Background: an optimization exercise with open tools, aiming at small area, a short achievable clock period and few clock cycles per item. Do not read the settings as production practice.
At most, simulation tests tie the RTL to the original design; equivalence was not proved.
Only the layout flow was run in run 1; the RTL was not checked for function there.
Power is estimated from default activity; no workload was simulated.

### flow/flow/run.sh
#!/bin/bash
# Layout flow: the standard layout (standard.sh: standard synthesis,
# floorplan, placement, CTS, routing) with one change: the timing repair
# steps (repair_timing after floorplan, CTS and global routing) aim for a
# setup slack margin of SETUP_MARGIN ns, so that they size and buffer the
# design for a shorter period than the clock's.  The SDC is the standard flow's own.
# make's output goes to layout.log here.
set -euo pipefail
W=$(pwd)
SETUP_MARGIN=$(cat "$W/flow/setup_margin")
bash standard.sh SETUP_SLACK_MARGIN="$SETUP_MARGIN" finish > "$W/layout.log" 2>&1
### flow/flow/setup_margin
22
### flow/standard.sh
#!/bin/bash
# synth_recipe.tcl (not shown) runs the flow's synth.tcl, then flattens the netlist and writes it again
# the make line also repeats each setting of config.mk as NAME=value (left out here)
make -C /OpenROAD-flow-scripts/flow DESIGN_CONFIG=/design/flow/config.mk WORK_HOME=/design/flow/orfs CLKGATE_MAP_FILE= SYNTH_SCRIPT=/design/flow/synth_recipe.tcl "${@:-finish}"
### flow/config.mk
export PLATFORM = sky130hd
export DESIGN_NAME = ostage
export DESIGN_NICKNAME = ostage
export VERILOG_FILES = /design/flow/design.v
export SDC_FILE = /design/flow/constraint.sdc
export NUM_CORES = 4
export LEC_CHECK = 0
export ABC_AREA = 1
export CAP_MARGIN = 20
export CORE_MARGIN = 2
export CORE_UTILIZATION = 50
export PLACE_DENSITY = 0.6
export SLEW_MARGIN = 20
### flow/constraint.sdc
create_clock -name core_clock -period 30.0 [get_ports {clk}]
set_input_delay 6.0000 -clock core_clock [delete_from_list [all_inputs] [get_ports {clk}]]
set_output_delay 6.0000 -clock core_clock [all_outputs]
set_load 0.01 [all_outputs]
### flow/design.v
module ostage_lane_a (
    input  wire        atype,      
    input  wire [31:0] acc,
    input  wire        is_float,
    input  wire [3:0]  ff,         
    input  wire [9:0]  a1,         
    input  wire [9:0]  a2,         
    output wire        s,          
    output wire        in_inf,
    output wire        in_nan,
    output wire        big,        
    output wire [8:0]  ef,         
    output wire [31:0] qt,         
    output wire        guard,
    output wire        sticky
);
    wire [7:0]  fexp    = acc[30:23];
    wire        fe_zero = (fexp == 8'd0);
    wire        fe_ones = (fexp == 8'hFF);
    wire        fm_zero = (acc[22:0] == 23'd0);
    assign      s       = acc[31];
    assign      in_inf  = atype & fe_ones & fm_zero;
    assign      in_nan  = atype & fe_ones & ~fm_zero;
    wire [31:0] m  = atype ? {~fe_zero, acc[22:0], 8'd0}
                           : (s ? (~acc + 32'd1) : acc);
    wire [7:0]  be = atype ? (fe_zero ? 8'd1 : fexp) : 8'd158;
    wire [9:0]  t = a1 - {2'b00, be};
    wire [9:0]  w = {2'b00, be} - a2;
    wire        z4 = (m[31:16] == 16'd0);
    wire [31:0] n4 = z4 ? {m[15:0], 16'd0} : m;
    wire        z3 = (n4[31:24] == 8'd0);
    wire [31:0] n3 = z3 ? {n4[23:0], 8'd0} : n4;
    wire        z2 = (n3[31:28] == 4'd0);
    wire [31:0] n2 = z2 ? {n3[27:0], 4'd0} : n3;
    wire        z1 = (n2[31:30] == 2'd0);
    wire [31:0] n1 = z1 ? {n2[29:0], 2'd0} : n2;
    wire        z0 = ~n1[31];
    wire [31:0] nm = z0 ? {n1[30:0], 1'b0} : n1;
    wire [4:0]  lz = {z4, z3, z2, z1, z0};
    wire        is_zero = ~nm[31];
    wire [9:0]  eb   = w - {5'd0, lz};                  
    wire        sub  = eb[9] | (eb == 10'd0);           
    wire        fnrm = is_float & ~sub;
    wire [9:0]  dv   = t + {5'd0, lz};
    assign      big  = dv[9] & ~is_zero;
    reg  [5:0]  dn;
    always @(*) begin
        case (1'b1)
            ff[0]:   dn = 6'd28;
            ff[1]:   dn = 6'd29;
            ff[2]:   dn = 6'd24;
            default: dn = 6'd8;
        endcase
    end
    wire [5:0]  sh   = fnrm ? dn : ((dv[9] | dv[8:6] != 3'd0) ? 6'd63 : dv[5:0]);
    wire [32:0] sr     = {nm, 1'b0} >> sh;
    assign      qt     = sr[32:1];
    assign      guard  = sr[0];
    reg  [31:0] smask;
    integer i;
    always @(*)
        for (i = 0; i < 32; i = i + 1)
            smask[i] = (sh > i + 1);
    assign      sticky = |(nm & smask);
    assign      ef     = (sub | is_zero) ? 9'd0 : eb[8:0];
endmodule
module ostage_lane_b (
    input  wire        s,
    input  wire        in_inf,
    input  wire        in_nan,
    input  wire        big,
    input  wire [8:0]  ef,
    input  wire [31:0] qt,
    input  wire        guard,
    input  wire        sticky,
    input  wire        is_float,
    input  wire [3:0]  ff,         
    input  wire [2:0]  fi,         
    input  wire        clamp_en,
    input  wire [34:0] b_lo,       
    input  wire [34:0] b_hi,
    input  wire        s_lo,       
    input  wire        s_hi,
    input  wire        z_lo,       
    input  wire        z_hi,
    input  wire [31:0] y_lo,       
    input  wire [31:0] y_hi,
    input  wire [31:0] wmask,      
    output wire [31:0] y,
    output wire        sat
);
    wire        rup = guard & (sticky | qt[0]);
    reg  [33:0] x;
    always @(*) begin
        if (in_inf || (!is_float && big))
            x = 34'h2_0000_0000;
        else if (!is_float)
            x = {2'b00, qt};
        else case (1'b1)
            ff[0]:   x = {22'd0, ef, qt[2:0]};
            ff[1]:   x = {23'd0, ef, qt[1:0]};
            ff[2]:   x = {18'd0, ef, qt[6:0]};
            default: x = {2'd0, ef, qt[22:0]};
        endcase
    end
    wire        ni = ~is_float & s;
    wire [34:0] r  = {ni, x ^ {34{ni}}} + {34'd0, rup ^ ni};
    wire [34:0] a     = {r[34] ^ ~is_float, r[33:0]};
    wire        lt_lo = a < b_lo;
    wire        gt_lo = a > b_lo;
    wire        lt_hi = a < b_hi;
    wire        gt_hi = a > b_hi;
    wire        fs    = is_float & s;
    wire        v_lt  = is_float ? ((~s & ~s_lo & lt_lo) | (s & s_lo & gt_lo) |
                                    (s & ~s_lo & (lt_lo | gt_lo | ~z_lo)))
                                 : lt_lo;
    wire        v_gt  = is_float ? ((~s & ~s_hi & gt_hi) | (s & s_hi & lt_hi) |
                                    (~s & s_hi & (lt_hi | gt_hi | ~z_hi)))
                                 : gt_hi;
    wire f_over = (ff[0] & ((|r[33:7]) | (r[6:0] == 7'h7F))) |
                  (ff[1] & ((|r[33:7]) | (r[6:2] == 5'h1F))) |
                  (ff[2] & ((|r[33:15]) | (r[14:7] == 8'hFF))) |
                  (ff[3] & ((|r[33:31]) | (r[30:23] == 8'hFF)));
    wire i_over = (fi[0] & ~((&r[34:7]) | ~(|r[34:7]))) |
                  (fi[1] & ~((&r[34:3]) | ~(|r[34:3]))) |
                  (fi[2] & ~((&r[34:31]) | ~(|r[34:31])));
    wire i_sat  = i_over & ~clamp_en;
    reg [31:0] maxf, nanf, v;
    always @(*) begin
        case (1'b1)
            ff[0]:   begin maxf = {24'd0, fs, 7'h7E};      nanf = 32'h7F;       end
            ff[1]:   begin maxf = {24'd0, fs, 7'h7B};      nanf = 32'h7E;       end
            ff[2]:   begin maxf = {16'd0, fs, 15'h7F7F};   nanf = 32'h7FC0;     end
            default: begin maxf = {fs, 31'h7F7FFFFF};      nanf = 32'h7FC00000; end
        endcase
        if (in_nan)
            v = is_float ? nanf : 32'd0;
        else if (clamp_en && v_lt)
            v = y_lo;
        else if (clamp_en && v_gt)
            v = y_hi;
        else if (is_float)
            v = f_over ? maxf : (r[31:0] | (fs ? ~(wmask >> 1) : 32'd0));
        else if (i_sat)
            v = r[34] ? ~(wmask >> 1) : (wmask >> 1);
        else
            v = r[31:0];
    end
    assign y   = v & wmask;
    assign sat = ~in_nan & (is_float ? f_over : i_sat);
endmodule
module ostage (
    input  wire         clk,
    input  wire         rst,           
    input  wire         in_valid,
    output wire         in_ready,
    input  wire         atype,         
    input  wire [127:0] acc,           
    input  wire [2:0]   ofmt,
    input  wire [5:0]   oshift,
    input  wire         clamp_en,
    input  wire [31:0]  clamp_lo,
    input  wire [31:0]  clamp_hi,
    output reg          out_valid,
    output reg  [127:0] y,             
    output reg  [3:0]   sat,
    output reg  [3:0]   ovf,
    output reg  [3:0]   nan
);
    assign in_ready = 1'b1;
    reg         v0, v1;
    reg         atype0, cen0, cen1;
    reg [127:0] acc0;
    reg [2:0]   ofmt0, ofmt1;
    reg [5:0]   oshift0;
    reg [31:0]  lo0, hi0, lo1, hi1;
    always @(posedge clk) begin
        if (rst) begin
            v0        <= 1'b0;
            v1        <= 1'b0;
            out_valid <= 1'b0;
        end else begin
            v0        <= in_valid;
            v1        <= v0;
            out_valid <= v1;
        end
    end
    always @(posedge clk) begin
        atype0  <= atype;
        acc0    <= acc;
        ofmt0   <= ofmt;
        oshift0 <= oshift;
        cen0    <= clamp_en;
        lo0     <= clamp_lo;
        hi0     <= clamp_hi;
        ofmt1   <= ofmt0;
        cen1    <= cen0;
        lo1     <= lo0;
        hi1     <= hi0;
    end
    wire       a_e4 = (ofmt0 == 3'd2);
    wire       a_e5 = (ofmt0 == 3'd3);
    wire       a_bf = (ofmt0 == 3'd4);
    wire       a_fp = (ofmt0 == 3'd5);
    wire       a_float = a_e4 | a_e5 | a_bf | a_fp;
    wire [3:0] a_ff = {a_fp, a_bf, a_e5, a_e4};
    wire [9:0] os   = {{4{oshift0[5]}}, oshift0};
    wire [9:0] c1   = a_e4 ? 10'd149 : a_e5 ? 10'd142 : a_bf ? 10'd25 : a_fp ? 10'd9 : 10'd158;
    wire [9:0] c2   = a_e4 ? 10'd120 : a_e5 ? 10'd112 : 10'd0;
    wire [9:0] a1   = c1 + os;
    wire [9:0] a2   = c2 + os;
    wire       f_e4 = (ofmt1 == 3'd2);
    wire       f_e5 = (ofmt1 == 3'd3);
    wire       f_bf = (ofmt1 == 3'd4);
    wire       f_fp = (ofmt1 == 3'd5);
    wire       i_8  = (ofmt1 == 3'd0);
    wire       i_4  = (ofmt1 == 3'd1);
    wire       i_32 = (ofmt1[2:1] == 2'b11);
    wire       is_float = f_e4 | f_e5 | f_bf | f_fp;
    wire [3:0] ff   = {f_fp, f_bf, f_e5, f_e4};
    wire [2:0] fi   = {i_32, i_4, i_8};
    wire [31:0] wmask = i_4 ? 32'h0000000F : (i_8 | f_e4 | f_e5) ? 32'h000000FF
                      : f_bf ? 32'h0000FFFF : 32'hFFFFFFFF;
    wire [31:0] y_lo = lo1 & wmask;
    wire [31:0] y_hi = hi1 & wmask;
    function [34:0] bop;
        input [31:0] b;
        reg          sg;
        reg   [30:0] mg;
        reg          inf;
        begin
            if (is_float) begin
                case (1'b1)
                    f_e4:    begin mg = {24'd0, b[6:0]};  inf = 1'b0;                end
                    f_e5:    begin mg = {24'd0, b[6:0]};  inf = (b[6:2] == 5'h1F);   end
                    f_bf:    begin mg = {16'd0, b[14:0]}; inf = (b[14:7] == 8'hFF);  end
                    default: begin mg = b[30:0];          inf = (b[30:23] == 8'hFF); end
                endcase
                bop = inf ? {1'b0, {34{1'b1}}} : {4'd0, mg};
            end else begin
                case (1'b1)
                    i_8:     sg = b[7];
                    i_4:     sg = b[3];
                    default: sg = b[31];
                endcase
                case (1'b1)
                    i_8:     bop = {~sg, {26{sg}}, b[7:0]};
                    i_4:     bop = {~sg, {30{sg}}, b[3:0]};
                    default: bop = {~sg, {2{sg}}, b[31:0]};
                endcase
            end
        end
    endfunction
    wire [34:0] b_lo = bop(lo1);
    wire [34:0] b_hi = bop(hi1);
    wire        s_lo = (y_lo & ~(wmask >> 1)) != 32'd0;
    wire        s_hi = (y_hi & ~(wmask >> 1)) != 32'd0;
    wire        z_lo = (y_lo & (wmask >> 1)) == 32'd0;
    wire        z_hi = (y_hi & (wmask >> 1)) == 32'd0;
    wire [127:0] y_c;
    wire [3:0]   sat_c;
    genvar k;
    generate
        for (k = 0; k < 4; k = k + 1) begin : g_lane
            wire        s_a, inf_a, nan_a, big_a, guard_a, sticky_a;
            wire [8:0]  ef_a;
            wire [31:0] qt_a;
            reg         s1, inf1, nan1, big1, guard1, sticky1;
            reg  [8:0]  ef1;
            reg  [31:0] qt1;
            ostage_lane_a u_a (
                .atype    (atype0),
                .acc      (acc0[32*k +: 32]),
                .is_float (a_float),
                .ff       (a_ff),
                .a1       (a1),
                .a2       (a2),
                .s        (s_a),
                .in_inf   (inf_a),
                .in_nan   (nan_a),
                .big      (big_a),
                .ef       (ef_a),
                .qt       (qt_a),
                .guard    (guard_a),
                .sticky   (sticky_a)
            );
            always @(posedge clk) begin
                s1      <= s_a;
                inf1    <= inf_a;
                nan1    <= nan_a;
                big1    <= big_a;
                ef1     <= ef_a;
                qt1     <= qt_a;
                guard1  <= guard_a;
                sticky1 <= sticky_a;
            end
            ostage_lane_b u_b (
                .s        (s1),
                .in_inf   (inf1),
                .in_nan   (nan1),
                .big      (big1),
                .ef       (ef1),
                .qt       (qt1),
                .guard    (guard1),
                .sticky   (sticky1),
                .is_float (is_float),
                .ff       (ff),
                .fi       (fi),
                .clamp_en (cen1),
                .b_lo     (b_lo),
                .b_hi     (b_hi),
                .s_lo     (s_lo),
                .s_hi     (s_hi),
                .z_lo     (z_lo),
                .z_hi     (z_hi),
                .y_lo     (y_lo),
                .y_hi     (y_hi),
                .wmask    (wmask),
                .y        (y_c[32*k +: 32]),
                .sat      (sat_c[k])
            );
            always @(posedge clk) begin
                y[32*k +: 32] <= y_c[32*k +: 32];
                sat[k]        <= sat_c[k];
                ovf[k]        <= inf1;
                nan[k]        <= nan1;
            end
        end
    endgenerate
endmodule
==> results of run 1 <==
[synthesized netlist by cell type, types with 20 or more instances]
library cell               number
sky130_fd_sc_hd__nand3_2       20
sky130_fd_sc_hd__xor2_1       229
sky130_fd_sc_hd__a31oi_1       27
sky130_fd_sc_hd__o21ai_0      694
sky130_fd_sc_hd__nand3b_1      23
sky130_fd_sc_hd__o31ai_1       22
sky130_fd_sc_hd__nor3_1        85
sky130_fd_sc_hd__xnor2_1       37
sky130_fd_sc_hd__dfxtp_1      602
sky130_fd_sc_hd__nand4_1      162
sky130_fd_sc_hd__o22ai_1       37
sky130_fd_sc_hd__o21ai_1      107
sky130_fd_sc_hd__nand2_1     3221
sky130_fd_sc_hd__inv_2         67
sky130_fd_sc_hd__a21oi_1      528
sky130_fd_sc_hd__fa_1          43
sky130_fd_sc_hd__a211oi_1      22
sky130_fd_sc_hd__nor2_4        35
sky130_fd_sc_hd__inv_1       1167
sky130_fd_sc_hd__nand2_2       50
sky130_fd_sc_hd__clkbuf_1     199
sky130_fd_sc_hd__buf_4         22
sky130_fd_sc_hd__nor2_1       982
sky130_fd_sc_hd__nand3_1     1477
sky130_fd_sc_hd__buf_1         53
sky130_fd_sc_hd__buf_2        107
sky130_fd_sc_hd__o21bai_1      52
sky130_fd_sc_hd__o211ai_1      58
sky130_fd_sc_hd__nor2_2        52
sky130_fd_sc_hd__nor4_1        44
sky130_fd_sc_hd__clkinv_1      25
sky130_fd_sc_hd__ha_1         419
[where the power goes]
group | switching (mW) | total (mW) | leakage [nW] | internal, mW
Combinational | 1.51 | 2.21 | 29.7 | 0.692
Clock | 0.361 | 0.844 | 1.08 | 0.482
Sequential | 0.0649 | 0.956 | 5.00 | 0.891
Total | 1.94 | 4.01 | 35.8 | 2.07
[registers in the layout, summed over array words and instances (netlist names), 6 cells and up]
register    flops
acc0          128
g_lane.ef1     36
g_lane.qt1    128
hi0            32
hi1            32
lo0            32
lo1            32
oshift0         6
y             128
[kinds of logic (layout without fill, tap and decap cells)]
logic type	Yosys count	in the layout	share of synthesized area (%)
flip-flops	602	602	18.88
other	1	11	0.005875
adder cells (fa/ha/maj)	462	462	9.562
XOR/XNOR	282	282	4.058
buffers and inverters	1667	1975	10.50
AO/OA/AOI/OAI	1666	1667	14.52
AND/OR/NAND/NOR	6239	6255	42.48
[metrics by stage]
stage                     setup WS [ps]  utilization [%]  cell area [um2]
after floorplan                   22840                -            63830
after detailed placement          18660            53.65            68240
final                             22130            58.07            73850
after CTS                         21880            56.23            71520
after global placement            18880            53.65            68240
after global routing              21800            58.05            73830
[what timing repair did]
| item | in CTS | in global routing |
|---|---|---|
| endpoints found under the hold margin | 0 | 0 |
| setup buffers | 39 | 104 |
| endpoints found under the setup margin | 212 | 257 |
| gates cloned | 8 | 26 |
| resized for setup | 177 | 316 |
| pin swaps | 21 | 70 |
[layout make-up]
type,count,area [um2],area share (%)
diodes,10,25.02,0.03388
clock buffers,77,1687,2.284
clock inverters,38,546.8,0.7403
inverters,1261,4920,6.661
multi-input cells,8667,46700,63.23
flip-flops and latches,602,12070,16.34
well taps,1662,2079,2.816
repair buffers,593,5799,7.852
repair inverters,6,35.03,0.04744
[final timing paths]
kind            from                end  slack (ps)
min           hi0[0]             hi1[0]         330
min reg2reg   hi0[0]             hi1[0]         330
max reg2reg  acc0[2]  g_lane[0].sticky1       22190
max           ovf[0]             ovf[0]       22130
[cells in the final DEF, fill, tap and decap left out, types with 18 or more instances in the layout]
master                               n
sky130_fd_sc_hd__nand4_1           162
sky130_fd_sc_hd__a21oi_1           518
sky130_fd_sc_hd__nand3_2            43
sky130_fd_sc_hd__buf_4             198
sky130_fd_sc_hd__fa_1               39
sky130_fd_sc_hd__o22ai_1            27
sky130_fd_sc_hd__nor2_4             98
sky130_fd_sc_hd__nor3_1             82
sky130_fd_sc_hd__xor2_1            225
sky130_fd_sc_hd__o21ai_2            18
sky130_fd_sc_hd__buf_12             20
sky130_fd_sc_hd__inv_2              70
sky130_fd_sc_hd__a31oi_1            27
sky130_fd_sc_hd__or2_2              19
sky130_fd_sc_hd__clkbuf_16          69
sky130_fd_sc_hd__nand2_4            43
sky130_fd_sc_hd__nor4_1             41
sky130_fd_sc_hd__o21ai_0           673
sky130_fd_sc_hd__nor2_1            893
sky130_fd_sc_hd__o211ai_1           58
sky130_fd_sc_hd__o31ai_1            20
sky130_fd_sc_hd__clkdlybuf4s50_1   346
sky130_fd_sc_hd__nand3_1          1449
sky130_fd_sc_hd__o21bai_1           51
sky130_fd_sc_hd__a211oi_1           20
sky130_fd_sc_hd__xnor2_1            37
sky130_fd_sc_hd__nand3b_1           23
sky130_fd_sc_hd__dfxtp_1           594
sky130_fd_sc_hd__inv_1            1133
sky130_fd_sc_hd__nand2_1          3162
sky130_fd_sc_hd__nand2_2            85
sky130_fd_sc_hd__o21ai_1           117
sky130_fd_sc_hd__ha_1              416
sky130_fd_sc_hd__clkinvlp_4         32
sky130_fd_sc_hd__nor2_2             85
[metal layers]
metal	vias up	share of wire [%]	track usage, %
li1	36376	-	-
met1	35190	39	55.24
met2	5282	41	63.54
met3	1120	11	8.778
met4	2	8.6	29.10
met5	-	0.0027	0
==> qor.csv, run 1 <==
metric,value,unit
quantity of I/O buffers inserted on ports,346,
average instance area after synthesis,5.846,um2
setup repair after global routing missed its margin,true,
"number of standard cells in the layout, taps in and fillers out",12916,
initial cell density of the core,50.18,%
die boundary width,361.3,um
number of top-level pins,348,
global-route wire length before repair,429.0,mm
via count of the first global-routing pass,69051,
number of sinks handled by clock tree synthesis,602,
accumulated negative setup slack,0,ps
chain of cells forming the critical path,clkdlybuf4s50_1,
fill cell total of the finished layout,12743,
DRC violations left,0,
total of endpoints with negative setup slack in the final report,0,
layout cell share with drive strength beyond 1,8.858,%
post-synthesis cell area,63830,um2
Synth Net Count,11587,
depth of the worst register-to-register path,57,
Die Outline Area,130500,um2
per-cell routed wire length,23.05,um
Netlist cell types,83,
Max Slew Vio Count,0,
async set or reset register ratio after synthesis,0,%
Clock Skew,55.20,ps
result of the run,timing/DRC/antenna clean,
biggest cell delay along the critical path,610,ps
Max-slew headroom,15.07,%
number of cells on the worst hold path,0,
Required @ worst endpoint,24000,ps
transition at the pin with the smallest max-transition slack,1269,ps
CTS Buf Count,61,
# hold bufs at CTS,0,
cell at the root of the clock tree,sky130_fd_sc_hd__clkbuf_16,
top cell family by delay on the critical path,buffers and inverters,
antenna violations before repair,8,
Synth warnings,3,
post-layout net count,11860,
Slowest cell on crit path,sky130_fd_sc_hd__clkdlybuf4s50_1,
initial drt markers,11136,
Synth Register Bits,602,
GRT Util Overall,42.65,%
Hold Path Class,flip-flop to flip-flop,
post-route ant nets,0,
Avg Vias per Cell,6.037,
vertical die dimension,361.3,um
floorplan core area,127200,um2
"wirelength, routed",297.7,mm
deepest level of the CTS H-tree,2,
Design Power,4.006,mW
instance count on the critical path,1,
number of instances in the synthesized netlist,10919,
count of TritonRoute iterations in the first routing pass,10,
Routability Congestion,1.079,
sum of overflow across all layers after global routing,0,
Crit path arrival time,1870,ps
top area cells in the synthesized netlist,"sky130_fd_sc_hd__nand2_1, sky130_fd_sc_hd__dfxtp_1, sky130_fd_sc_hd__nand3_1, sky130_fd_sc_hd__ha_1, sky130_fd_sc_hd__inv_1",
Setup Crit Path Kind,flip-flop to primary output,
share of synthesized area occupied by flip-flops and latches,18.88,%
post-route fraction of the period consumed by the critical path,26.23,%
"EDFF count, synth",0,
overall via count from detail_route,77970,
Clock Pin Slew Worst Setup and Hold Paths,70,ps
total buffers and inverters traversed by the critical path,1,
area fraction of the dominant cell type after synthesis,18.94,%
Final Hold Viols,0,
placed wire-length estimate,227.9,mm
top_reg_cell synth,sky130_fd_sc_hd__dfxtp_1,
post-synthesis to final-layout area growth,15.70,%
placed cells,12614,
leakage component of the power,35.77,nW
worst hold slack across all endpoints,326.3,ps
Clock Latency Late Sink,740,ps
sort of element at the start of the critical path,flip-flop,
Cell Pwr Density,54.25,nW/um2
max frequency,0.1271,GHz
maximum number of pins on one net before global-route repair,119,
biggest area consumer among synthesized cells,sky130_fd_sc_hd__nand2_1,
TritonCTS clock tree,yes,
Longest Clk Path Bufs,3,
maximum ir drop on the vdd rail,53.19,uV
nature of the critical path endpoint,primary output,
count of maximum capacitance violations,0,
post-layout min period,7870,ps
largest fanout of any net on the critical path,1,
placement row count,131,
==> run 2: changes to the inputs <==
--- a/flow/design.v
+++ b/flow/design.v
@@ -8,11 +8,8 @@
     output wire        s,          
     output wire        in_inf,
     output wire        in_nan,
-    output wire        big,        
-    output wire [8:0]  ef,         
-    output wire [31:0] qt,         
-    output wire        guard,
-    output wire        sticky
+    output wire [33:0] xo,         
+    output wire        ro          
 );
     wire [7:0]  fexp    = acc[30:23];
     wire        fe_zero = (fexp == 8'd0);
@@ -42,7 +39,7 @@
     wire        sub  = eb[9] | (eb == 10'd0);           
     wire        fnrm = is_float & ~sub;
     wire [9:0]  dv   = t + {5'd0, lz};
-    assign      big  = dv[9] & ~is_zero;
+    wire        big  = dv[9] & ~is_zero;           
     reg  [5:0]  dn;
     always @(*) begin
         case (1'b1)
@@ -54,25 +51,38 @@
     end
     wire [5:0]  sh   = fnrm ? dn : ((dv[9] | dv[8:6] != 3'd0) ? 6'd63 : dv[5:0]);
     wire [32:0] sr     = {nm, 1'b0} >> sh;
-    assign      qt     = sr[32:1];
-    assign      guard  = sr[0];
+    wire [31:0] qt     = sr[32:1];
+    wire        guard  = sr[0];
     reg  [31:0] smask;
     integer i;
     always @(*)
         for (i = 0; i < 32; i = i + 1)
             smask[i] = (sh > i + 1);
-    assign      sticky = |(nm & smask);
-    assign      ef     = (sub | is_zero) ? 9'd0 : eb[8:0];
+    wire        sticky = |(nm & smask);
+    wire        rup    = guard & (sticky | qt[0]);
+    wire [8:0]  ef     = (sub | is_zero) ? 9'd0 : eb[8:0];
+    reg  [33:0] x;
+    always @(*) begin
+        if (in_inf || (!is_float && big))
+            x = 34'h2_0000_0000;
+        else if (!is_float)
+            x = {2'b00, qt};
+        else case (1'b1)
+            ff[0]:   x = {22'd0, ef, qt[2:0]};
+            ff[1]:   x = {23'd0, ef, qt[1:0]};
+            ff[2]:   x = {18'd0, ef, qt[6:0]};
+            default: x = {2'd0, ef, qt[22:0]};
+        endcase
+    end
+    wire        ni = ~is_float & s;
+    assign      xo = x ^ {34{ni}};
+    assign      ro = rup ^ ni;
 endmodule
 module ostage_lane_b (
     input  wire        s,
-    input  wire        in_inf,
     input  wire        in_nan,
-    input  wire        big,
-    input  wire [8:0]  ef,
-    input  wire [31:0] qt,
-    input  wire        guard,
-    input  wire        sticky,
+    input  wire [33:0] xo,
+    input  wire        ro,
     input  wire        is_float,
     input  wire [3:0]  ff,         
     input  wire [2:0]  fi,         
@@ -86,31 +96,19 @@
     input  wire [31:0] y_lo,       
     input  wire [31:0] y_hi,
     input  wire [31:0] wmask,      
+    input  wire [31:0] sbit,       
+    input  wire [31:0] maxf,       
+    input  wire [31:0] nanf,       
     output wire [31:0] y,
     output wire        sat
 );
-    wire        rup = guard & (sticky | qt[0]);
-    reg  [33:0] x;
-    always @(*) begin
-        if (in_inf || (!is_float && big))
-            x = 34'h2_0000_0000;
-        else if (!is_float)
-            x = {2'b00, qt};
-        else case (1'b1)
-            ff[0]:   x = {22'd0, ef, qt[2:0]};
-            ff[1]:   x = {23'd0, ef, qt[1:0]};
-            ff[2]:   x = {18'd0, ef, qt[6:0]};
-            default: x = {2'd0, ef, qt[22:0]};
-        endcase
-    end
     wire        ni = ~is_float & s;
-    wire [34:0] r  = {ni, x ^ {34{ni}}} + {34'd0, rup ^ ni};
+    wire [34:0] r  = {ni, xo} + {34'd0, ro};
     wire [34:0] a     = {r[34] ^ ~is_float, r[33:0]};
     wire        lt_lo = a < b_lo;
     wire        gt_lo = a > b_lo;
     wire        lt_hi = a < b_hi;
     wire        gt_hi = a > b_hi;
-    wire        fs    = is_float & s;
     wire        v_lt  = is_float ? ((~s & ~s_lo & lt_lo) | (s & s_lo & gt_lo) |
                                     (s & ~s_lo & (lt_lo | gt_lo | ~z_lo)))
                                  : lt_lo;
@@ -124,30 +122,19 @@
     wire i_over = (fi[0] & ~((&r[34:7]) | ~(|r[34:7]))) |
                   (fi[1] & ~((&r[34:3]) | ~(|r[34:3]))) |
                   (fi[2] & ~((&r[34:31]) | ~(|r[34:31])));
-    wire i_sat  = i_over & ~clamp_en;
-    reg [31:0] maxf, nanf, v;
-    always @(*) begin
-        case (1'b1)
-            ff[0]:   begin maxf = {24'd0, fs, 7'h7E};      nanf = 32'h7F;       end
-            ff[1]:   begin maxf = {24'd0, fs, 7'h7B};      nanf = 32'h7E;       end
-            ff[2]:   begin maxf = {16'd0, fs, 15'h7F7F};   nanf = 32'h7FC0;     end
-            default: begin maxf = {fs, 31'h7F7FFFFF};      nanf = 32'h7FC00000; end
-        endcase
-        if (in_nan)
-            v = is_float ? nanf : 32'd0;
-        else if (clamp_en && v_lt)
-            v = y_lo;
-        else if (clamp_en && v_gt)
-            v = y_hi;
-        else if (is_float)
-            v = f_over ? maxf : (r[31:0] | (fs ? ~(wmask >> 1) : 32'd0));
-        else if (i_sat)
-            v = r[34] ? ~(wmask >> 1) : (wmask >> 1);
-        else
-            v = r[31:0];
-    end
-    assign y   = v & wmask;
-    assign sat = ~in_nan & (is_float ? f_over : i_sat);
+    wire over   = is_float ? f_over : (i_over & ~clamp_en);
+    wire        sel_lo = ~in_nan & clamp_en & v_lt;
+    wire        sel_hi = ~in_nan & clamp_en & v_gt;
+    wire        keep   = ~in_nan & ~(clamp_en & (v_lt | v_gt));
+    wire        sel_c  = keep & over;
+    wire        sel_r  = keep & ~over;
+    wire [31:0] cval   = is_float ? (maxf | (s ? sbit : 32'd0))
+                                  : (r[34] ? sbit : (wmask & ~sbit));
+    wire [31:0] rval   = is_float ? (r[31:0] | (s ? sbit : 32'd0))
+                                  : (r[31:0] & wmask);
+    assign y   = ({32{in_nan}} & nanf) | ({32{sel_lo}} & y_lo) | ({32{sel_hi}} & y_hi) |
+                 ({32{sel_c}} & cval) | ({32{sel_r}} & rval);
+    assign sat = ~in_nan & over;
 endmodule
 module ostage (
     input  wire         clk,
@@ -257,17 +244,18 @@
     wire        s_hi = (y_hi & ~(wmask >> 1)) != 32'd0;
     wire        z_lo = (y_lo & (wmask >> 1)) == 32'd0;
     wire        z_hi = (y_hi & (wmask >> 1)) == 32'd0;
+    wire [31:0] sbit = wmask & ~(wmask >> 1);
+    wire [31:0] maxf = f_e4 ? 32'h7E : f_e5 ? 32'h7B : f_bf ? 32'h7F7F : 32'h7F7FFFFF;
+    wire [31:0] nanf = f_e4 ? 32'h7F : f_e5 ? 32'h7E : f_bf ? 32'h7FC0 : f_fp ? 32'h7FC00000 : 32'd0;
     wire [127:0] y_c;
     wire [3:0]   sat_c;
     genvar k;
     generate
         for (k = 0; k < 4; k = k + 1) begin : g_lane
-            wire        s_a, inf_a, nan_a, big_a, guard_a, sticky_a;
-            wire [8:0]  ef_a;
-            wire [31:0] qt_a;
-            reg         s1, inf1, nan1, big1, guard1, sticky1;
-            reg  [8:0]  ef1;
-            reg  [31:0] qt1;
+            wire        s_a, inf_a, nan_a, ro_a;
+            wire [33:0] xo_a;
+            reg         s1, inf1, nan1, ro1;
+            reg  [33:0] xo1;
             ostage_lane_a u_a (
                 .atype    (atype0),
                 .acc      (acc0[32*k +: 32]),
@@ -278,31 +266,21 @@
                 .s        (s_a),
                 .in_inf   (inf_a),
                 .in_nan   (nan_a),
-                .big      (big_a),
-                .ef       (ef_a),
-                .qt       (qt_a),
-                .guard    (guard_a),
-                .sticky   (sticky_a)
+                .xo       (xo_a),
+                .ro       (ro_a)
             );
             always @(posedge clk) begin
-                s1      <= s_a;
-                inf1    <= inf_a;
-                nan1    <= nan_a;
-                big1    <= big_a;
-                ef1     <= ef_a;
-                qt1     <= qt_a;
-                guard1  <= guard_a;
-                sticky1 <= sticky_a;
+                s1   <= s_a;
+                inf1 <= inf_a;
+                nan1 <= nan_a;
+                xo1  <= xo_a;
+                ro1  <= ro_a;
             end
             ostage_lane_b u_b (
                 .s        (s1),
-                .in_inf   (inf1),
                 .in_nan   (nan1),
-                .big      (big1),
-                .ef       (ef1),
-                .qt       (qt1),
-                .guard    (guard1),
-                .sticky   (sticky1),
+                .xo       (xo1),
+                .ro       (ro1),
                 .is_float (is_float),
                 .ff       (ff),
                 .fi       (fi),
@@ -316,6 +294,9 @@
                 .y_lo     (y_lo),
                 .y_hi     (y_hi),
                 .wmask    (wmask),
+                .sbit     (sbit),
+                .maxf     (maxf),
+                .nanf     (nanf),
                 .y        (y_c[32*k +: 32]),
                 .sat      (sat_c[k])
             );
==> flow/flow/run.sh (replaced) <==
#!/bin/bash
# Layout flow: the standard layout (standard.sh: standard synthesis,
# floorplan, placement, CTS, routing) with three changes:
# - synthesis leaves out ORFS's step that maps adders to fixed half/full
#   adder cells (ADDER_MAP_FILE empty), so ABC maps that logic too;
# - the timing repair steps (repair_timing after floorplan, CTS and global
#   routing) aim for a setup slack margin of flow/setup_margin ns, so that
#   they size and buffer the design for a shorter period than the clock's;
# - the port buffers that ORFS inserts on every input and output are
#   sky130_fd_sc_hd__buf_2 cells instead of the default delay buffers.
# The SDC is the standard flow's own.  make's output goes to layout.log here.
set -euo pipefail
W=$(pwd)
SETUP_MARGIN=$(cat "$W/flow/setup_margin")
bash standard.sh ADDER_MAP_FILE= SETUP_SLACK_MARGIN="$SETUP_MARGIN" \
  "BUFFER_PORTS_ARGS=-buffer_cell sky130_fd_sc_hd__buf_2" finish > "$W/layout.log" 2>&1
--- a/flow/config.mk
+++ b/flow/config.mk
@@ -8,6 +8,7 @@
 export ABC_AREA = 1
 export CAP_MARGIN = 20
 export CORE_MARGIN = 2
-export CORE_UTILIZATION = 50
-export PLACE_DENSITY = 0.6
+export CORE_UTILIZATION = 45
+export CTS_BUF_LIST = sky130_fd_sc_hd__clkbuf_8
+export PLACE_DENSITY = 0.55
 export SLEW_MARGIN = 20
==> qor.csv, run 2 <==
metric,value,unit,change
CTS Buf Count,94,,+54%
"wirelength, routed",292.3,mm,-1.8%
most used cells in the layout excluding fill and tap cells,"sky130_fd_sc_hd__nand2_1, sky130_fd_sc_hd__inv_1, sky130_fd_sc_hd__nand3_1, sky130_fd_sc_hd__nor2_1, sky130_fd_sc_hd__o21ai_0",,
maximum ir drop on the vdd rail,50.02,uV,-6.0%
GRT Util Overall,42.40,%,-0.25 points
Hold Path Class,flip-flop to flip-flop,,
maximum number of pins on one net before global-route repair,93,,-22%
switching fraction of total power,50.25,%,+1.8 points
Clock Latency Late Sink,920,ps,+180 ps
accumulated negative setup slack,0,ps,unchanged
cell at the root of the clock tree,sky130_fd_sc_hd__clkbuf_8,,
registers with the most flip-flops,"g_lane.xo1 x136, acc0 x128, y x128",,
vertical die dimension,362.8,um,+0.43%
Power Internal,1.801,mW,-13%
overall via count from detail_route,74513,,-4.4%
Cell Pwr Density,56.93,nW/um2,+5.0%
top_reg_cell synth,sky130_fd_sc_hd__dfxtp_1,,
Crit path arrival time,8630,ps,+6760 ps
Clock Skew,88.52,ps,+33.32 ps
post-layout net count,10992,,-7.3%
Required @ worst endpoint,30640,ps,+6640 ps
via count of the first global-routing pass,66499,,-3.7%
floorplan core area,127700,um2,+0.39%
Max-slew headroom,9.722,%,-5.3 points
total of endpoints with negative setup slack in the final report,0,,unchanged
async set or reset register ratio after synthesis,0,%,unchanged
pre-CTS worst setup slack,20940,ps,+2276 ps
# hold bufs at CTS,0,,unchanged
layout cell share with drive strength beyond 1,10.00,%,+1.1 points
count of TritonRoute iterations in the first routing pass,7,,-3
share of total power in sequential cells,25.3,%,+1.4 points
Setup Crit Path Kind,flip-flop to flip-flop,,
number of top-level pins,348,,unchanged
Synth warnings,2,,-1
transition at the pin with the smallest max-transition slack,1340,ps,+70.71 ps
average instance area after synthesis,5.475,um2,-6.3%
most common library cell in the layout ignoring fill and taps,sky130_fd_sc_hd__nand2_1,,
largest fanout of any net on the critical path,44,,+43
Reg with most FFs,g_lane.xo1,,
max frequency,0.1250,GHz,-1.6%
"number of standard cells in the layout, taps in and fillers out",12544,,-2.9%
Synth Net Count,10789,,-6.9%
max FFs per register,136,,
antenna violations before repair,11,,+3
setup repair after global routing missed its margin,true,,
placed cells,12303,,-2.5%
post-layout min period,7998,ps,+128.2 ps
number of sinks handled by clock tree synthesis,566,,-6.0%
Slowest cell on crit path,sky130_fd_sc_hd__o21ai_0,,
global-route wire length before repair,423.8,mm,-1.2%
dominant cell by count in the synthesized netlist,sky130_fd_sc_hd__nand2_1,,
share of synthesized area occupied by flip-flops and latches,19.55,%,+0.67 points
Routability Congestion,1.233,,+14%
deepest level of the CTS H-tree,3,,+1
Netlist cell types,90,,+8.4%
placement row count,131,,unchanged
logic gate share of total power,51.9,%,-3.2 points
power dissipated by switching net loads,1.819,mW,-6.3%
result of the run,timing/DRC/antenna clean,,
nature of the critical path endpoint,flip-flop,,
Avg Vias per Cell,5.940,,-1.6%
leakage component of the power,32.16,nW,-10%
top area cells in the synthesized netlist,"sky130_fd_sc_hd__nand2_1, sky130_fd_sc_hd__dfxtp_1, sky130_fd_sc_hd__nand3_1, sky130_fd_sc_hd__inv_1, sky130_fd_sc_hd__o21ai_0",,
sum of overflow across all layers after global routing,0,,unchanged
Synth Register Bits,566,,-6.0%
TritonCTS clock tree,yes,,
"EDFF count, synth",0,,unchanged
Design Power,3.621,mW,-9.6%
per-cell routed wire length,23.30,um,+1.1%
post-synthesis cell area,57940,um2,-9.2%
most frequent cell on the critical path,sky130_fd_sc_hd__nand2_1,,
initial drt markers,9585,,-14%
setup slack of the critical path after layout,22000,ps,-128.2 ps
Die Outline Area,131700,um2,+0.85%
Synth top cells by count,"sky130_fd_sc_hd__nand2_1, sky130_fd_sc_hd__inv_1, sky130_fd_sc_hd__nand3_1",,
biggest area consumer among synthesized cells,sky130_fd_sc_hd__nand2_1,,
initial cell density of the core,45.38,%,-4.8 points
number of instances in the synthesized netlist,10583,,-3.1%
placed wire-length estimate,233.8,mm,+2.6%
DRC violations left,0,,unchanged
die boundary width,362.8,um,+0.43%
biggest cell delay along the critical path,1030,ps,+420 ps
Max Slew Vio Count,0,,unchanged
sort of element at the start of the critical path,flip-flop,,
quantity of I/O buffers inserted on ports,346,,unchanged
count of maximum capacitance violations,0,,unchanged
post-route fraction of the period consumed by the critical path,26.66,%,+0.43 points
Final Hold Viols,0,,unchanged
post-route ant nets,0,,unchanged
area fraction of the dominant cell type after synthesis,22.18,%,+3.2 points
Clock Pin Slew Worst Setup and Hold Paths,70,ps,about the same
post-synthesis to final-layout area growth,9.754,%,
clock share of power,22.8,%,+1.7 points
Longest Clk Path Bufs,3,,unchanged
run 2: timing repair:
| action | CTS | global route |
|---|---|---|
| cloned | 3 | 8 |
| hold endpoints to repair | 0 | 0 |
| endpoints found under the setup margin | 191 | 257 |
| resized for setup | 34 | 96 |
| pin swaps | 2 | 17 |
| setup buffers | 1 | 36 |
run 2: layout make-up:
cell class / instances / area [um2]
fillers: 14000 / 64090
multi-input cells: 8218 / 39630
flip-flops and latches: 566 / 11340
inverters: 1426 / 5458
repair buffers: 476 / 2760
well taps: 1662 / 2079
clock buffers: 117 / 1610
clock inverters: 60 / 654.4
diodes: 15 / 37.54
repair inverters: 4 / 30.03
run 2: final timing paths:
path | to | slack (ps) | startpoint | cells past startpoint
worst min-delay path | hi1[3] | 320 | hi0[3] | 0
worst max register to register | y[103] | 22000 | ofmt1[2] | 29
worst max-delay path | y[103] | 22000 | ofmt1[2] | 29
worst min register to register | hi1[3] | 320 | hi0[3] | 0
run 2: worst max-delay path: cells and delay by family, from the launching register on:
family	cells	cell delay, ps
AND/OR/NAND/NOR	11	1610
buffers and inverters	10	2580
AO/OA/AOI/OAI	8	3170
flip-flops	1	310
run 2: kinds of logic after synthesis:
logic type             Yosys count  synth area share [%]
buffers and inverters         1806                 13.09
XOR/XNOR                       150                 2.306
AND/OR/NAND/NOR               6417                 48.11
other                            1              0.006472
flip-flops                     566                 19.55
AO/OA/AOI/OAI                 1636                 16.81
multiplexers                     7                0.1209
run 2: power groups by stage:
stage          combinational [mW]  clock [mW]  sequential, mW
2_1_floorplan                1.18           0           0.919
3_3_place_gp                 1.74           0           0.930
3_5_place_dp                 1.75           0           0.930
4_1_cts                      1.76       0.833           0.914
5_1_grt                      2.01       0.866           0.923
6_report                     1.88       0.826           0.917
run 2: routing by layer:
layer	vias up	part of all wire, %	track usage, %
met1	33704	39	52.24
met5	-	0.0072	0
li1	34982	-	-
met3	1149	10	9.464
met4	4	8.9	31.23
met2	4674	42	64.66
run 2: stage by stage:
step                hold WS, ps  utilization (%)  area [um2]
global placement          309.9            47.22       60300
floorplan                 309.6                -       57940
detailed placement        312.1            47.25       60330
CTS                       304.7            49.16       62770
finish                    316.0            49.81       63600
global route              332.8            49.79       63570
Testbench counts of run 2, summed over its fixed seeds: cycles 24,024, items 96,000.
==> run 3: changes to the inputs <==
==> flow/flow/run.sh (replaced) <==
#!/bin/bash
# Layout flow: the standard layout (standard.sh: standard synthesis,
# floorplan, placement, CTS, routing) with two changes:
# - the timing repair steps (repair_timing after floorplan, CTS and global
#   routing) aim for a setup slack margin of flow/setup_margin ns, so that
#   they size and buffer the design for a shorter period than the clock's;
# - the port buffers that ORFS inserts on every input and output are
#   sky130_fd_sc_hd__buf_2 cells instead of the default delay buffers.
# The SDC is the standard flow's own.  make's output goes to layout.log here.
set -euo pipefail
W=$(pwd)
SETUP_MARGIN=$(cat "$W/flow/setup_margin")
bash standard.sh SETUP_SLACK_MARGIN="$SETUP_MARGIN" \
  "BUFFER_PORTS_ARGS=-buffer_cell sky130_fd_sc_hd__buf_2" finish > "$W/layout.log" 2>&1
--- a/flow/config.mk
+++ b/flow/config.mk
@@ -8,7 +8,6 @@
 export ABC_AREA = 1
 export CAP_MARGIN = 20
 export CORE_MARGIN = 2
-export CORE_UTILIZATION = 45
-export CTS_BUF_LIST = sky130_fd_sc_hd__clkbuf_8
-export PLACE_DENSITY = 0.55
+export CORE_UTILIZATION = 35
+export PLACE_DENSITY = 0.45
 export SLEW_MARGIN = 20
==> qor.csv, run 3 <==
metric,value,unit,change
Avg Vias per Cell,5.645,,-5.0%
maximum number of pins on one net before global-route repair,52,,-44%
Cell Pwr Density,56.60,nW/um2,-0.59%
Power Internal,2.036,mW,+13%
CTS Buf Count,68,,-28%
result of the run,timing/DRC/antenna clean,,
"wirelength, routed",301.5,mm,+3.1%
Max-slew headroom,12.67,%,+3.0 points
Max Slew Vio Count,0,,unchanged
Synth warnings,2,,unchanged
worst hold slack across all endpoints,317.3,ps,+1.268 ps
post-synthesis to final-layout area growth,19.18,%,
number of top-level pins,348,,unchanged
layout cell share with drive strength beyond 1,15.74,%,+5.7 points
most common library cell in the layout ignoring fill and taps,sky130_fd_sc_hd__nand2_1,,
die boundary width,410.7,um,+13%
GRT Util Overall,33.89,%,-8.5 points
Routability Congestion,1.078,,-13%
biggest area consumer among synthesized cells,sky130_fd_sc_hd__dfxtp_1,,
setup repair after global routing missed its margin,true,,
total of endpoints with negative setup slack in the final report,0,,unchanged
count of TritonRoute iterations in the first routing pass,7,,unchanged
Crit path arrival time,8690,ps,+60 ps
registers with the most flip-flops,"g_lane.xo1 x136, acc0 x128, y x128",,
Clock Latency Late Sink,730,ps,-190 ps
dominant cell by count in the synthesized netlist,sky130_fd_sc_hd__nand2_1,,
maximum ir drop on the vdd rail,51.68,uV,+3.3%
number of sinks handled by clock tree synthesis,566,,unchanged
Reg with most FFs,g_lane.xo1,,
max FFs per register,136,,unchanged
post-layout min period,8081,ps,+83.10 ps
Clock Skew,35.31,ps,-53.21 ps
switching fraction of total power,47.87,%,-2.4 points
initial drt markers,7023,,-27%
most frequent cell on the critical path,sky130_fd_sc_hd__nand2_1,,
antenna violations before repair,6,,-5
fill cell total of the finished layout,17929,,+28%
per-cell routed wire length,24.66,um,+5.8%
# hold bufs at CTS,0,,unchanged
placement row count,149,,+14%
post-synthesis cell area,57900,um2,about the same
Longest Clk Path Bufs,3,,unchanged
Setup Crit Path Kind,flip-flop to flip-flop,,
count of maximum capacitance violations,0,,unchanged
deepest level of the CTS H-tree,3,,unchanged
average instance area after synthesis,6.079,um2,+11%
quantity of I/O buffers inserted on ports,346,,unchanged
post-layout net count,10652,,-3.1%
placed wire-length estimate,236.3,mm,+1.1%
area fraction of the dominant cell type after synthesis,19.57,%,-2.6 points
cell at the root of the clock tree,sky130_fd_sc_hd__clkbuf_16,,
transition at the pin with the smallest max-transition slack,1296,ps,-43.82 ps
Die Outline Area,168700,um2,+28%
Synth Net Count,10192,,-5.5%
clock share of power,23.0,%,+0.2 points
nature of the critical path endpoint,flip-flop,,
share of total power in sequential cells,23.7,%,-1.6 points
placed cells,11834,,-3.8%
largest fanout of any net on the critical path,39,,-11%
global-route wire length before repair,429.2,mm,+1.3%
post-route ant nets,0,,unchanged
Netlist cell types,87,,-3.3%
floorplan core area,164600,um2,+29%
sort of element at the start of the critical path,flip-flop,,
via count of the first global-routing pass,63207,,-5.0%
most used cells in the layout excluding fill and tap cells,"sky130_fd_sc_hd__nand2_1, sky130_fd_sc_hd__nand3_1, sky130_fd_sc_hd__inv_1, sky130_fd_sc_hd__nor2_1, sky130_fd_sc_hd__dfxtp_1",,
top_reg_cell synth,sky130_fd_sc_hd__dfxtp_1,,
"EDFF count, synth",0,,unchanged
Clock Pin Slew Worst Setup and Hold Paths,70,ps,about the same
initial cell density of the core,35.18,%,-10 points
final instance area,69010,um2,+8.5%
Synth top cells by count,"sky130_fd_sc_hd__nand2_1, sky130_fd_sc_hd__nand3_1, sky130_fd_sc_hd__inv_1",,
accumulated negative setup slack,0,ps,unchanged
top area cells in the synthesized netlist,"sky130_fd_sc_hd__dfxtp_1, sky130_fd_sc_hd__nand2_1, sky130_fd_sc_hd__nand3_1, sky130_fd_sc_hd__ha_1, sky130_fd_sc_hd__inv_1",,
DRC violations left,0,,unchanged
cell area after placement,61620,um2,+2.2%
biggest cell delay along the critical path,610,ps,-420 ps
max frequency,0.1237,GHz,-1.0%
post-route fraction of the period consumed by the critical path,26.94,%,+0.28 points
power dissipated by switching net loads,1.870,mW,+2.8%
share of synthesized area occupied by flip-flops and latches,19.57,%,about the same
leakage component of the power,32.71,nW,+1.7%
async set or reset register ratio after synthesis,0,%,unchanged
TritonCTS clock tree,yes,,
Hold Path Class,flip-flop to flip-flop,,
overall via count from detail_route,69008,,-7.4%
Slowest cell on crit path,sky130_fd_sc_hd__a211oi_2,,
logic gate share of total power,53.2,%,+1.3 points
"number of standard cells in the layout, taps in and fillers out",12225,,-2.5%
vertical die dimension,410.7,um,+13%
Required @ worst endpoint,30610,ps,-30 ps
sum of overflow across all layers after global routing,0,,unchanged
number of instances in the synthesized netlist,9525,,-10%
Synth Register Bits,566,,unchanged
Final Hold Viols,0,,unchanged
run 3: cell type report:
type	count	area, um2	share of cell area (%)
diodes	3	7.507	0.01088
clock buffers	87	1893	2.743
well taps	2189	2739	3.969
inverters	1025	4130	5.985
repair inverters	4	31.28	0.04533
repair buffers	756	5569	8.070
clock inverters	31	505.5	0.7325
multi-input cells	7564	42780	62.00
flip-flops and latches	566	11350	16.45
run 3: metal layers:
layer | global-route usage (%) | share of wire [%]
met1 | 44.94 | 43
met2 | 52.04 | 43
met3 | 4.912 | 6.8
met4 | 20.12 | 6.9
met5 | 0 | 0.017
run 3: worst paths after layout:
path                            slack [ps]  startpoint  endpoint  depth (start not counted)
worst min register to register         320      lo0[1]    lo1[1]                          0
worst max-delay path                 21920    ofmt1[2]    y[116]                         28
worst max register to register       21920    ofmt1[2]    y[116]                         28
worst min-delay path                   320      lo0[1]    lo1[1]                          0
run 3: worst max-delay path, delay by kind of cell, from the launching register on:
family | cells | cell delay [ps]
AO/OA/AOI/OAI | 12 | 3510
adder cells (fa/ha/maj) | 2 | 670
buffers and inverters | 5 | 1680
flip-flops | 1 | 520
AND/OR/NAND/NOR | 9 | 1530
run 3: metrics by stage:
step           power (mW)  setup slack (ps)  util, %
2_1_floorplan       2.108             23190        -
3_3_place_gp        2.783             18920    37.43
3_5_place_dp        2.787             18840    37.43
4_1_cts             3.749             21840    39.79
5_1_grt             4.129             21680    41.92
6_report            3.906             21920    41.92
run 3: logic make-up after synthesis:
family | Yosys count | synth area share, %
buf+inv | 1415 | 10.38
xor+xnor | 203 | 3.071
fa+ha+maj | 461 | 10.52
simple gates | 5352 | 41.26
compound gates | 1527 | 15.20
flops | 566 | 19.57
other cells | 1 | 0.006476
run 3: repair_timing:
| item | CTS | global route |
|---|---|---|
| pin swaps | 45 | 153 |
| gates resized for setup | 228 | 449 |
| gates cloned | 21 | 23 |
| setup endpoints to repair | 179 | 212 |
| setup buffers | 53 | 172 |
run 3: power by group through the flow:
| stage | logic (mW) | registers [mW] | clock network, mW |
|---|---|---|---|
| global route | 2.24 | 0.935 | 0.951 |
| finish | 2.08 | 0.927 | 0.900 |
| global placement | 1.84 | 0.940 | 0 |
| CTS | 1.90 | 0.925 | 0.924 |
| detailed placement | 1.85 | 0.941 | 0 |
| floorplan | 1.17 | 0.940 | 0 |
==> run 4: changes to the inputs <==
--- a/flow/design.v
+++ b/flow/design.v
@@ -50,15 +50,22 @@
         endcase
     end
     wire [5:0]  sh   = fnrm ? dn : ((dv[9] | dv[8:6] != 3'd0) ? 6'd63 : dv[5:0]);
-    wire [32:0] sr     = {nm, 1'b0} >> sh;
+    wire [32:0] v6 = {nm, 1'b0};
+    wire [32:0] v5 = sh[5] ? {32'd0, v6[32]}       : v6;
+    wire        s5 = sh[5] & (|v6[31:0]);
+    wire [32:0] v4 = sh[4] ? {16'd0, v5[32:16]}    : v5;
+    wire        s4 = sh[4] & (|v5[15:0]);
+    wire [32:0] v3 = sh[3] ? {8'd0, v4[32:8]}      : v4;
+    wire        s3 = sh[3] & (|v4[7:0]);
+    wire [32:0] v2 = sh[2] ? {4'd0, v3[32:4]}      : v3;
+    wire        s2 = sh[2] & (|v3[3:0]);
+    wire [32:0] v1 = sh[1] ? {2'd0, v2[32:2]}      : v2;
+    wire        s1 = sh[1] & (|v2[1:0]);
+    wire [32:0] sr = sh[0] ? {1'd0, v1[32:1]}      : v1;
+    wire        s0 = sh[0] & v1[0];
     wire [31:0] qt     = sr[32:1];
     wire        guard  = sr[0];
-    reg  [31:0] smask;
-    integer i;
-    always @(*)
-        for (i = 0; i < 32; i = i + 1)
-            smask[i] = (sh > i + 1);
-    wire        sticky = |(nm & smask);
+    wire        sticky = s5 | s4 | s3 | s2 | s1 | s0;
     wire        rup    = guard & (sticky | qt[0]);
     wire [8:0]  ef     = (sub | is_zero) ? 9'd0 : eb[8:0];
     reg  [33:0] x;
@@ -105,10 +112,9 @@
     wire        ni = ~is_float & s;
     wire [34:0] r  = {ni, xo} + {34'd0, ro};
     wire [34:0] a     = {r[34] ^ ~is_float, r[33:0]};
-    wire        lt_lo = a < b_lo;
-    wire        gt_lo = a > b_lo;
-    wire        lt_hi = a < b_hi;
-    wire        gt_hi = a > b_hi;
+    wire        lt_lo, gt_lo, lt_hi, gt_hi;
+    ostage_cmp u_clo (.a(a), .b(b_lo), .lt(lt_lo), .gt(gt_lo));
+    ostage_cmp u_chi (.a(a), .b(b_hi), .lt(lt_hi), .gt(gt_hi));
     wire        v_lt  = is_float ? ((~s & ~s_lo & lt_lo) | (s & s_lo & gt_lo) |
                                     (s & ~s_lo & (lt_lo | gt_lo | ~z_lo)))
                                  : lt_lo;
@@ -136,6 +142,55 @@
                  ({32{sel_c}} & cval) | ({32{sel_r}} & rval);
     assign sat = ~in_nan & over;
 endmodule
+module ostage_cmp (
+    input  wire [34:0] a,
+    input  wire [34:0] b,
+    output wire        lt,
+    output wire        gt
+);
+    wire [63:0] l0, e0;
+    genvar i;
+    generate
+        for (i = 0; i < 64; i = i + 1) begin : g0
+            if (i < 35) begin : used
+                assign l0[i] = ~a[i] & b[i];
+                assign e0[i] = ~(a[i] ^ b[i]);
+            end else begin : pad
+                assign l0[i] = 1'b0;
+                assign e0[i] = 1'b1;
+            end
+        end
+    endgenerate
+    wire [31:0] l1, e1;
+    wire [15:0] l2, e2;
+    wire [7:0]  l3, e3;
+    wire [3:0]  l4, e4;
+    wire [1:0]  l5, e5;
+    generate
+        for (i = 0; i < 32; i = i + 1) begin : g1
+            assign l1[i] = l0[2*i+1] | (e0[2*i+1] & l0[2*i]);
+            assign e1[i] = e0[2*i+1] & e0[2*i];
+        end
+        for (i = 0; i < 16; i = i + 1) begin : g2
+            assign l2[i] = l1[2*i+1] | (e1[2*i+1] & l1[2*i]);
+            assign e2[i] = e1[2*i+1] & e1[2*i];
+        end
+        for (i = 0; i < 8; i = i + 1) begin : g3
+            assign l3[i] = l2[2*i+1] | (e2[2*i+1] & l2[2*i]);
+            assign e3[i] = e2[2*i+1] & e2[2*i];
+        end
+        for (i = 0; i < 4; i = i + 1) begin : g4
+            assign l4[i] = l3[2*i+1] | (e3[2*i+1] & l3[2*i]);
+            assign e4[i] = e3[2*i+1] & e3[2*i];
+        end
+        for (i = 0; i < 2; i = i + 1) begin : g5
+            assign l5[i] = l4[2*i+1] | (e4[2*i+1] & l4[2*i]);
+            assign e5[i] = e4[2*i+1] & e4[2*i];
+        end
+    endgenerate
+    assign lt = l5[1] | (e5[1] & l5[0]);
+    assign gt = ~lt & ~(e5[1] & e5[0]);
+endmodule
 module ostage (
     input  wire         clk,
     input  wire         rst,           
--- a/flow/flow/run.sh
+++ b/flow/flow/run.sh
@@ -1,6 +1,8 @@
 #!/bin/bash
 # Layout flow: the standard layout (standard.sh: standard synthesis,
-# floorplan, placement, CTS, routing) with two changes:
+# floorplan, placement, CTS, routing) with three changes:
+# - synthesis leaves out ORFS's step that maps adders to fixed half/full
+#   adder cells (ADDER_MAP_FILE empty), so ABC maps that logic too;
 # - the timing repair steps (repair_timing after floorplan, CTS and global
 #   routing) aim for a setup slack margin of flow/setup_margin ns, so that
 #   they size and buffer the design for a shorter period than the clock's;
@@ -10,5 +12,5 @@
 set -euo pipefail
 W=$(pwd)
 SETUP_MARGIN=$(cat "$W/flow/setup_margin")
-bash standard.sh SETUP_SLACK_MARGIN="$SETUP_MARGIN" \
+bash standard.sh ADDER_MAP_FILE= SETUP_SLACK_MARGIN="$SETUP_MARGIN" \
   "BUFFER_PORTS_ARGS=-buffer_cell sky130_fd_sc_hd__buf_2" finish > "$W/layout.log" 2>&1
--- a/flow/config.mk
+++ b/flow/config.mk
@@ -8,6 +8,7 @@
 export ABC_AREA = 1
 export CAP_MARGIN = 20
 export CORE_MARGIN = 2
-export CORE_UTILIZATION = 35
-export PLACE_DENSITY = 0.45
+export CORE_UTILIZATION = 45
+export CTS_BUF_LIST = sky130_fd_sc_hd__clkbuf_8
+export PLACE_DENSITY = 0.55
 export SLEW_MARGIN = 20
==> qor.csv, run 4 <==
metric,value,unit,change
average instance area after synthesis,5.441,um2,-10%
Routability Congestion,1.102,,+2.2%
async set or reset register ratio after synthesis,0,%,unchanged
sort of element at the start of the critical path,flip-flop,,
Hold Path Class,flip-flop to flip-flop,,
minimum setup slack among reg-to-reg paths,22180,ps,+260 ps
Clock Skew,67.97,ps,+32.65 ps
met1 Usage GRT,48.67,%,+3.7 points
vertical die dimension,359.4,um,-12%
placed cells,12123,,+2.4%
start of the worst register-to-register path,ofmt1[2],,
deepest level of the CTS H-tree,3,,unchanged
sum of overflow across all layers after global routing,0,,unchanged
share of total power in sequential cells,25.4,%,+1.7 points
Setup Crit Path Kind,flip-flop to flip-flop,,
initial cell density of the core,45.27,%,+10 points
top area cells in the synthesized netlist,"sky130_fd_sc_hd__nand2_1, sky130_fd_sc_hd__dfxtp_1, sky130_fd_sc_hd__nand3_1, sky130_fd_sc_hd__nor2_1, sky130_fd_sc_hd__inv_1",,
routing usage on met3,6.040,%,+1.1 points
cell at the root of the clock tree,sky130_fd_sc_hd__clkbuf_8,,
"number of standard cells in the layout, taps in and fillers out",12318,,+0.76%
Synth Net Count,10654,,+4.5%
max FFs per register,136,,unchanged
depth of the worst register-to-register path,32,,+14%
Synth top cells by count,"sky130_fd_sc_hd__nand2_1, sky130_fd_sc_hd__nand3_1, sky130_fd_sc_hd__nor2_1",,
post-route fraction of the period consumed by the critical path,26.07,%,-0.87 points
power dissipated by switching net loads,1.965,mW,+5.1%
setup repair after global routing missed its margin,true,,
"EDFF count, synth",0,,unchanged
transition at the pin with the smallest max-transition slack,1401,ps,+104.3 ps
logic gate share of total power,54.8,%,+1.6 points
registers with the most flip-flops,"g_lane.xo1 x136, acc0 x128, y x128",,
cell area after placement,59240,um2,-3.9%
total of endpoints with negative setup slack in the final report,0,,unchanged
placed wire-length estimate,214.5,mm,-9.2%
Power Internal,1.847,mW,-9.3%
Clock Latency Late Sink,860,ps,+130 ps
count of maximum capacitance violations,0,,unchanged
most common library cell in the layout ignoring fill and taps,sky130_fd_sc_hd__nand2_1,,
TritonCTS clock tree,yes,,
leakage component of the power,30.92,nW,-5.5%
post-synthesis cell area,56850,um2,-1.8%
layout cell share with drive strength beyond 1,9.573,%,-6.2 points
quantity of I/O buffers inserted on ports,346,,unchanged
initial drt markers,8149,,+16%
Max-slew headroom,5.771,%,-6.9 points
post-layout min period,7820,ps,-261.6 ps
global-route track usage on met2,62.34,%,+10 points
most frequent cell on the critical path,sky130_fd_sc_hd__nand2_1,,
number of instances in the synthesized netlist,10448,,+9.7%
maximum number of pins on one net before global-route repair,85,,+63%
largest fanout of any net on the critical path,31,,-21%
"wirelength, routed",266.5,mm,-12%
share of synthesized area occupied by flip-flops and latches,19.93,%,+0.36 points
nature of the critical path endpoint,flip-flop,,
Max Slew Vio Count,0,,unchanged
Worst setup endpoint,y[3],,
fill cell total of the finished layout,13831,,-23%
Design Power,3.812,mW,-2.4%
dominant cell by count in the synthesized netlist,sky130_fd_sc_hd__nand2_1,,
top_reg_cell synth,sky130_fd_sc_hd__dfxtp_1,,
CTS Buf Count,96,,+41%
result of the run,timing/DRC/antenna clean,,
placement row count,130,,-13%
Synth Register Bits,566,,unchanged
max frequency,0.1279,GHz,+3.3%
accumulated negative setup slack,0,ps,unchanged
overall via count from detail_route,71265,,+3.3%
antenna violations before repair,8,,+2
Synth warnings,2,,unchanged
per-cell routed wire length,21.64,um,-12%
Cell Pwr Density,61.65,nW/um2,+8.9%
global-route wire length before repair,392.1,mm,-8.6%
biggest cell delay along the critical path,760,ps,+150 ps
biggest area consumer among synthesized cells,sky130_fd_sc_hd__nand2_1,,
Die Outline Area,129200,um2,-23%
post-route ant nets,0,,unchanged
post-synthesis to final-layout area growth,8.770,%,
number of top-level pins,348,,unchanged
number of sinks handled by clock tree synthesis,566,,unchanged
final instance area,61840,um2,-10%
Reg with most FFs,g_lane.xo1,,
# hold bufs at CTS,0,,unchanged
most used cells in the layout excluding fill and tap cells,"sky130_fd_sc_hd__nand2_1, sky130_fd_sc_hd__inv_1, sky130_fd_sc_hd__nand3_1, sky130_fd_sc_hd__nor2_1, sky130_fd_sc_hd__o21ai_0",,
post-layout net count,10800,,+1.4%
Crit. Startpoint,ofmt1[2],,
clock share of power,19.9,%,-3.1 points
Critical R2R Capture,y[3],,
Clock Pin Slew Worst Setup and Hold Paths,70,ps,about the same
Final Hold Viols,0,,unchanged
Longest Clk Path Bufs,3,,unchanged
Slowest cell on crit path,sky130_fd_sc_hd__a2111oi_1,,
post-layout utilization of the core,49.24,%,+7.3 points
area fraction of the dominant cell type after synthesis,22.52,%,+3.0 points
Crit path arrival time,8490,ps,-200 ps
floorplan core area,125600,um2,-24%
Required @ worst endpoint,30670,ps,+60 ps
switching fraction of total power,51.54,%,+3.7 points
"Most Used Layer, Global Route",met2,,
via count of the first global-routing pass,63770,,+0.89%
Avg Vias per Cell,5.785,,+2.5%
DRC violations left,0,,unchanged
Netlist cell types,86,,-1.1%
GRT Util Overall,39.21,%,+5.3 points
die boundary width,359.4,um,-12%
maximum ir drop on the vdd rail,39.01,uV,-25%
count of TritonRoute iterations in the first routing pass,9,,+2
-- run 4: worst min path at each step --
stage          cells past startpoint  endpoint  startpoint
2_1_floorplan                      0      cen1        cen0
3_3_place_gp                       0   lo1[31]     lo0[31]
3_5_place_dp                       0   hi1[21]     hi0[21]
4_1_cts                            0   hi1[15]     hi0[15]
5_1_grt                            0   lo1[27]     lo0[27]
6_report                           0   hi1[15]     hi0[15]
-- run 4: metrics by stage --
stage | setup WS [ps] | hold WS [ps]
after floorplan | 23670 | 309.6
after global placement | 21560 | 310.8
after detailed placement | 21340 | 312.1
after CTS | 22000 | 315.5
after global routing | 21960 | 333.2
final | 22180 | 311.9
-- run 4: logic make-up after synthesis --
kind of cell              synth area share [%]
other                                 0.006596
muxes                                   0.1409
and+or+nand+nor                          49.14
xor gates and xnor gates                 2.172
DFF                                      19.93
AOI/OAI and AO/OA                        16.65
buffers and inverters                    11.96
-- run 4: power groups by stage --
stage,Sequential [mW],Clock [mW],Combinational [mW]
floorplan,0.969,0,1.32
global placement,0.979,0,1.98
detailed placement,0.980,0,1.99
CTS,0.964,0.774,2.00
global route,0.977,0.805,2.26
finish,0.967,0.758,2.09
-- run 4: worst max-delay path: cells and delay by family, from the launching register on --
| kind | cells | cell delay [ps] |
|---|---|---|
| simple gates | 15 | 2850 |
| buf+inv | 6 | 1330 |
| compound gates | 11 | 3100 |
| flops | 1 | 310 |
-- run 4: final cells by class --
| cell class | count | area (um2) | area share, % |
|---|---|---|---|
| antenna | 3 | 7.507 | 0.01214 |
| timing repair inverter | 6 | 37.54 | 0.06070 |
| clock inverter | 59 | 559.3 | 0.9045 |
| sequential | 566 | 11340 | 18.33 |
| multi-input combinational | 8245 | 39050 | 63.14 |
| timing repair buffer | 449 | 2567 | 4.152 |
| clock buffer | 110 | 1514 | 2.448 |
| tap | 1650 | 2064 | 3.339 |
| inverter | 1230 | 4705 | 7.608 |
-- run 4: what timing repair did --
action / CTS / global route
buffers inserted: 0 / 13
endpoints found under the setup margin: 69 / 238
endpoints found under the hold margin: 0 / 0
pin swaps: 1 / 6
gates resized for setup: 8 / 70
gates cloned: 2 / 8
-- run 4: routing by layer --
| layer | wire length [um] | part of all wire, % | vias up |
|---|---|---|---|
| met5 | 54 | 0.020 | - |
| met3 | 22260 | 8.4 | 880 |
| met1 | 107100 | 40 | 32061 |
| met2 | 114700 | 43 | 3833 |
| li1 | - | - | 34483 |
| met4 | 22400 | 8.4 | 8 |
Testbench counts of run 4, summed over its fixed seeds: cycles 24,024, items 96,000.

what the ideal ports hide:
How much do the figures lean on ideal ports? The routed layouts below were timed once more, with nothing changed but the port constraints.
Step 1: set_driving_cell puts a clkbuf_16 on clk and a buf_2 on each other input, an assumption about the parent block.
Step 2 also shifts input and output timing later by t, the mid clock arrival at the registers, as if the neighbouring blocks saw the same clock.
Slacks: ideal / step 1 / step 2; pairs: ideal / step 1.
run | t (ns) | setup WS [ns] | latest minus earliest clock arrival (ns)
run 1 | 0.791 | 22.130 / 22.050 / 22.186 | 0.056 / 0.055
run 2 | 0.955 | 22.002 / 22.002 / 22.002 | 0.088 / 0.089
run 3 | 0.796 | 21.919 / 21.919 / 21.919 | 0.036 / 0.036
run 4 | 0.912 | 22.181 / 22.181 / 22.181 | 0.078 / 0.078
After both steps every run listed still meets setup and hold.
